Background: an optimization exercise with open tools, aiming at small area and a short achievable clock period. Do not read the settings as production practice.
The RTL was checked by simulation tests, not by an equivalence proof against the original design.
No activity file was given, so power comes from the tool's default toggle rates.

[design/flow/design.v]
module fx_lane_eval (
    input  wire [30:0] ins,     
    input  wire [7:0]  opv,     
    input  wire [1:0]  pv,      
    output reg  [1:0]  res,     
    output wire [1:0]  rch,     
    output wire        ill,     
    output wire        stg,     
    output wire [3:0]  trg_one,  
    output wire [3:0]  trg_unk   
);
    localparam [1:0] V0 = 2'b00;
    localparam [1:0] V1 = 2'b01;
    localparam [1:0] VZ = 2'b10;
    localparam [1:0] VX = 2'b11;
    localparam [1:0] K_EVAL = 2'b00;
    localparam [1:0] K_MEM  = 2'b01;
    localparam [1:0] K_PORT = 2'b10;
    localparam [1:0] K_CTRL = 2'b11;
    wire [15:0] tt    = ins[30:15];
    wire [10:0] opd   = ins[14:4];
    wire [1:0]  kind  = ins[3:2];
    wire        exp_b = ins[1];
    wire        state = ins[0];
    wire [3:0]  sub   = tt[15:12];
    wire [11:0] prm   = tt[11:0];
    wire [1:0]  nm1   = tt[11:10];
    wire [1:0] va = opv[1:0];
    wire [1:0] vb = opv[3:2];
    wire [1:0] vc = opv[5:4];
    wire [1:0] vd = state ? V0 : opv[7:6];
    reg        listed;    
    reg [11:0] allowed;   
    reg        range_ok;  
    always @* begin
        listed   = 1'b0;
        allowed  = 12'h000;
        range_ok = 1'b1;
        case (kind)
            K_EVAL: begin
                listed  = 1'b1;
                allowed = 12'hFFF;
            end
            K_MEM: begin
                case (sub)
                    4'h1: begin listed = 1'b1; allowed = 12'hD00; end               
                    4'h2: begin                                                    
                        listed   = 1'b1;
                        allowed  = 12'hDFF;
                        range_ok = ({1'b0, prm[8:0]} + {8'd0, nm1}) <= 10'd511;
                    end
                    4'h3, 4'h4: begin                                              
                        listed   = 1'b1;
                        allowed  = 12'h1FF;
                        range_ok = prm[8:0] < 9'd384;
                    end
                    4'h5: begin listed = 1'b1; allowed = 12'h1FF; end               
                    default: ;
                endcase
            end
            K_PORT: begin
                case (sub)
                    4'h1: begin listed = 1'b1; allowed = 12'hD00; end               
                    4'h2: begin                                                    
                        listed   = 1'b1;
                        allowed  = 12'hC3F;
                        range_ok = ({1'b0, prm[5:0]} + {5'd0, nm1}) <= 7'd63;
                    end
                    4'h3, 4'h4: begin listed = 1'b1; allowed = 12'h0FF; end         
                    4'h5: begin listed = 1'b1; allowed = 12'h3FF; end               
                    4'h8: begin                                                    
                        listed   = 1'b1;
                        allowed  = 12'hC1F;
                        range_ok = ({1'b0, prm[4:0]} + {4'd0, nm1}) <= 6'd31;
                    end
                    4'h9: begin listed = 1'b1; allowed = 12'h00F; end               
                    4'hC: begin listed = 1'b1; allowed = 12'h03F; end               
                    4'hD: begin listed = 1'b1; allowed = 12'h03F; end               
                    default: ;
                endcase
            end
            K_CTRL: begin
                case (sub)
                    4'h0: begin listed = 1'b1; allowed = 12'h000; end               
                    4'h1: begin listed = 1'b1; allowed = 12'h00F; end               
                    4'h2: begin listed = 1'b1; allowed = 12'h01F; end               
                    4'h3: begin listed = 1'b1; allowed = 12'h003; end               
                    4'h4: begin listed = 1'b1; allowed = 12'h001; end               
                    4'h5: begin                                                    
                        listed   = 1'b1;
                        allowed  = 12'hF00;
                        range_ok = prm[9:8] != 2'b11;
                    end
                    default: ;
                endcase
            end
        endcase
    end
    wire reserved_set = |(prm & ~allowed);
    wire state_ok     = !state || (kind == K_EVAL && opd[10:8] == 3'b111);
    wire legal        = listed && !reserved_set && range_ok && state_ok;
    reg [1:0] eval_res;
    reg       found;
    reg       match;
    integer   i;
    always @* begin
        eval_res = V0;
        found    = 1'b0;
        for (i = 0; i < 16; i = i + 1) begin
            match = 1'b1;
            if (!va[1] && va[0] != i[0]) match = 1'b0;
            if (!vb[1] && vb[0] != i[1]) match = 1'b0;
            if (!vc[1] && vc[0] != i[2]) match = 1'b0;
            if (!vd[1] && vd[0] != i[3]) match = 1'b0;
            if (match) begin
                if (!found) begin
                    eval_res = {1'b0, tt[i]};
                    found    = 1'b1;
                end else if (eval_res != VX && eval_res != {1'b0, tt[i]}) begin
                    eval_res = VX;
                end
            end
        end
    end
    reg [1:0] zbuf_res;
    always @* begin
        if (vb[1])
            zbuf_res = VX;                          
        else if ((vb[0] ^ tt[0]) == 1'b0)
            zbuf_res = VZ;                          
        else if (va[1])
            zbuf_res = VX;                          
        else
            zbuf_res = va;
    end
    reg [1:0] wire_res;
    reg       any0, any1, anyx;
    reg [1:0] drv [0:3];
    integer   j;
    always @* begin
        drv[0] = va;
        drv[1] = vb;
        drv[2] = vc;
        drv[3] = opv[7:6];
        any0 = 1'b0;
        any1 = 1'b0;
        anyx = 1'b0;
        for (j = 0; j < 4; j = j + 1) begin
            if (j <= nm1) begin
                if (drv[j] == V0) any0 = 1'b1;
                if (drv[j] == V1) any1 = 1'b1;
                if (drv[j] == VX) anyx = 1'b1;
            end
        end
        if (!any0 && !any1 && !anyx) begin
            case (prm[9:8])
                2'b00:   wire_res = VZ;
                2'b01:   wire_res = V0;
                2'b10:   wire_res = V1;
                default: wire_res = VX;
            endcase
        end else if (any0 && !any1 && !anyx)
            wire_res = V0;
        else if (any1 && !any0 && !anyx)
            wire_res = V1;
        else
            wire_res = VX;
    end
    always @* begin
        if (!legal)
            res = VX;
        else begin
            case (kind)
                K_EVAL: res = eval_res;
                K_MEM:  res = (sub == 4'h5) ? pv : VZ;                     
                K_PORT: res = (sub == 4'h5 || sub == 4'hD) ? pv : VZ;      
                default: begin
                    case (sub)
                        4'h1:       res = pv;                              
                        4'h2, 4'h3: res = va;                              
                        4'h4:       res = zbuf_res;
                        4'h5:       res = wire_res;
                        default:    res = VZ;                              
                    endcase
                end
            endcase
        end
    end
    assign rch = exp_b ? res : VZ;
    assign ill = !legal;
    assign stg = legal && state;
    wire is_trig = legal && kind == K_CTRL && sub == 4'h3;
    genvar n;
    generate
        for (n = 0; n < 4; n = n + 1) begin : g_trg
            assign trg_one[n] = is_trig && prm[1:0] == n && va == V1;
            assign trg_unk[n] = is_trig && prm[1:0] == n && va[1];
        end
    endgenerate
endmodule
module fx_step_eval #(
    parameter LANES = 16
) (
    input  wire                 clk,
    input  wire [31*LANES-1:0]  ins,    
    input  wire [8*LANES-1:0]   opv,    
    input  wire [2*LANES-1:0]   pv,     
    output reg  [2*LANES-1:0]   res,
    output reg  [2*LANES-1:0]   rch,
    output reg  [LANES-1:0]     ill,
    output reg  [LANES-1:0]     stg,
    output reg  [7:0]           trg     
);
    wire [2*LANES-1:0] res_c;
    wire [2*LANES-1:0] rch_c;
    wire [LANES-1:0]   ill_c;
    wire [LANES-1:0]   stg_c;
    wire [4*LANES-1:0] one_c;
    wire [4*LANES-1:0] unk_c;
    genvar l;
    generate
        for (l = 0; l < LANES; l = l + 1) begin : g_lane
            fx_lane_eval u_lane (
                .ins     (ins[31*l +: 31]),
                .opv     (opv[8*l +: 8]),
                .pv      (pv[2*l +: 2]),
                .res     (res_c[2*l +: 2]),
                .rch     (rch_c[2*l +: 2]),
                .ill     (ill_c[l]),
                .stg     (stg_c[l]),
                .trg_one (one_c[4*l +: 4]),
                .trg_unk (unk_c[4*l +: 4])
            );
        end
    endgenerate
    reg [7:0] trg_c;
    reg       any_one, any_unk;
    integer   n, k;
    always @* begin
        for (n = 0; n < 4; n = n + 1) begin
            any_one = 1'b0;
            any_unk = 1'b0;
            for (k = 0; k < LANES; k = k + 1) begin
                any_one = any_one | one_c[4*k + n];
                any_unk = any_unk | unk_c[4*k + n];
            end
            if (any_one)
                trg_c[2*n +: 2] = 2'b01;
            else if (any_unk)
                trg_c[2*n +: 2] = 2'b11;
            else
                trg_c[2*n +: 2] = 2'b00;
        end
    end
    always @(posedge clk) begin
        res <= res_c;
        rch <= rch_c;
        ill <= ill_c;
        stg <= stg_c;
        trg <= trg_c;
    end
endmodule
[design/flow/run.sh]
#!/bin/bash
# synth_recipe.tcl (not shown) runs the flow's synth.tcl, then flattens the netlist and writes it again
# the make line also repeats each setting of config.mk as NAME=value (left out here)
make -C /OpenROAD-flow-scripts/flow DESIGN_CONFIG=/design/flow/config.mk WORK_HOME=/design/flow/orfs CLKGATE_MAP_FILE= SYNTH_SCRIPT=/design/flow/synth_recipe.tcl finish
[design/flow/config.mk]
export PLATFORM = sky130hd
export DESIGN_NAME = fx_step_eval
export DESIGN_NICKNAME = fx_step_eval
export VERILOG_FILES = /design/flow/design.v
export SDC_FILE = /design/flow/constraint.sdc
export NUM_CORES = 4
export LEC_CHECK = 0
export CAP_MARGIN = 20
export CORE_MARGIN = 2
export CORE_UTILIZATION = 40
export SLEW_MARGIN = 20
[design/flow/constraint.sdc]
create_clock -name core_clock -period 8.0 [get_ports {clk}]
set_input_delay 1.6000 -clock core_clock [delete_from_list [all_inputs] [get_ports {clk}]]
set_output_delay 1.6000 -clock core_clock [all_outputs]
set_load 0.01 [all_outputs]
==> reports/metrics.cfg <==
[global_routing]
grt.overflow.total=0
grt_pass1_wl_mm=224
antenna_found_initial=58
grt.total_usage_pct=33.8
grt_max_degree=24
grt_pass1_vias=39000

[sta]
min_period_ps=7210
final_max_slew_viol_count=0
setup_viol=0
finalSetupTns_ps=0
grt_setup_unrepaired=false
worst_slack_ps=792
hold_ws_ps=1670
finalCritPeriodShare_pct=90.1
fmax_ghz=0.139
tightest_slew_ps=1130
finalHoldViolations=0
slew_headroom_pct=24.2

[finish]
drive_gt1_share_pct=5.13
syn_to_final_growth_pct=24.6
nets=6362
multi_input_area_um2=27500
final_cell_mix=nor2_1, clkdlybuf4s50_1, nand2_1
regArea_um2=2080
fillers=8225
final_common_cell=nor2_1

[flow_run]
cap_violations=0

[die]
die_w_um=285
die_area_um2=81400
fp.dieH_um=285
row_count=103
start_util_pct=40.3
core-area_um2=78600
io_pins=761

[yosys]
syn-num-nets=5902
syn_inst=5133
synth_seq_cells=104
syn_avg_cell_area_um2=6.16
synth_area_um2=31600
synth_warnings=3
async_flop_share_pct=0
ys.flop_type=dfxtp_1
synth.distinct_cells=118
synth_edf_count=0
synth_seq_area_share_pct=6.58

[setup_path]
criticalPathCategory=in2reg
cp-start-kind=primary input
crit_required_ps=8300
critPathMaxFanout=9
end_kind=flip-flop
worstPathArrival_ps=7510

[clocking]
path_clk_slew_ps=100
post_cts_buffers=0
cts_max_level=3
post_cts_resized=0
cts.path.max_buffers=2
cts_sinks=104
numCtsBuffers=9
cts_root_buf=clkbuf_16
cts_tree=yes
hold_buffers=0

[pwr]
ir_worst_vdd_mv=0.104
power.total_uw=3430
p_per_area_nw_per_um2=87.1
p_leak_uw=0.0142

[min_path]
holdCritPathClass=in2reg

[run_status]
status=complete, no violations

[routing]
wl_mm=146
route.detailed.drc=0
postRouteAntennaNets=0
drt_iter0_drc=4843
dr_total_vias=43400
dr.pass1.iters=8
routedWlPerCell_um=21.8
via_per_inst=6.48

[placement]
dp_slack_ps=427
numPortBuffers=632
finalWeightedCongestion=0.981
dp_hpwl_mm=117

routing by layer:
metal  GRT usage, %  vias to the layer above  part of all wire [%]  wire [µm]
met3           7.04                      342                   9.6      13900
met4           14.3                       44                   3.8       5470
met5              0                        -                  0.18        269
met2           53.8                     2329                    45      65500
li1               -                    20400                     -          -
met1           44.2                    20300                    41      60400
path summary, 6_finish.rpt:
check / from / endpoint / slack (ps) / cells past startpoint
worst max-delay path: opv[42] / rch[11] / 790 / 23
worst min-delay path: ins[63] / rch[5] / 1670 / 2
power breakdown:
part | leakage [µW] | switching (µW) | total [µW] | internal (µW)
registers | 0.000854 | 6.53 | 546 | 539
clock network | 0.000149 | 294 | 516 | 222
logic | 0.0132 | 1410 | 2370 | 965
total | 0.0142 | 1710 | 3430 | 1730
flip-flops by register name, indices dropped and copies added (netlist names):
| signal | flops |
|---|---|
| rch | 32 |
| ill | 16 |
| trg | 8 |
| stg | 16 |
| res | 32 |
cell usage after synthesis (96+ instances only):
cell type  count  area (µm²)
a21oi_1      336        1680
a31oi_1      152         951
clkbuf_1     280        1050
dfxtp_1      104        2080
ha_1          96        1200
inv_1        211         792
nand2_1      542        2030
nand2b_1     103         644
nand3_1      275        1380
nor2_1       645        2420
nor2b_1      115         719
nor3_1       220        1100
o21ai_0      348        1740
cells by family (layout without fill, tap and decap cells):
kind of cell / count (synthesis) / count (layout) / synth area share, %
adders and majority gates: 112 / 112 / 4.81
DFF: 104 / 104 / 6.58
other: 0 / 41 / 0
buffers and inverters: 536 / 1001 / 6.71
xor gates and xnor gates: 136 / 136 / 3.76
AOI/OAI and AO/OA: 1759 / 1759 / 38.3
and+or+nand+nor: 2424 / 2424 / 37.8
muxes: 62 / 62 / 2.05
critical path, stage by stage:
cell and delay [ps]:
clkdlybuf4s50_1 570, nor2b_1 220, nor2_1 290, nand3_1 130, ha_1 320, a21o_1 160, o221ai_1 90, nand2_1 130
mux2i_1 210, o311ai_0 590, o311ai_1 300, nor3_1 410, mux2_2 390, a31oi_1 210, o21ai_1 130, and2_1 210
a31o_2 250, a221oi_1 360, nand3b_1 130, a21boi_1 240, xnor2_1 110, a211oi_1 360, nand3b_1 110
area by class of cell:
class | count | area share [%]
Clock buffer | 9 | 0.571
Timing Repair Buffer | 769 | 18.7
Tap cell | 1050 | 3.33
Clock inverter | 7 | 0.184
Antenna cell | 41 | 0.260
Multi-Input combinational cell | 4493 | 69.7
Sequential cell | 104 | 5.28
Inverter | 216 | 2.06
stage by stage:
step                cells  cell area, µm²  util [%]
finish               6689           39400      50.1
global route         6681           39400      50.1
CTS                  6648           39300      50.0
detailed placement   6632           39000      49.6
global placement     6632           39000      49.6
floorplan            5133           31600         -

==> separate check: timing with driven ports <==
How much do the figures lean on ideal ports? The routed layout below was timed once more, with nothing changed but the port constraints. Step 1 (the two cells are an assumption about what drives the block):
set clk [get_ports {clk}]
set_driving_cell -lib_cell sky130_fd_sc_hd__clkbuf_16 $clk
set_driving_cell -lib_cell sky130_fd_sc_hd__buf_2 [delete_from_list [all_inputs] $clk]
Step 2 moves the port delays by t, midway between the first and last clock arrival at a register: inputs arrive t later, outputs are due t later. That takes back most of the time a late clock gives input paths. Three values: ideal ports, drivers, drivers and shift; two values: the first two.
t (ns): 0.502
slack for setup (ns): 0.792 / 0.789 / 0.287
clock arrival spread, ns: 0.020 / 0.020
pins driven straight from the clock port: 1
After both steps setup and hold are still met in this run. The setup slack of this run moves by -0.003 ns with the drivers and by -0.505 ns with both steps.
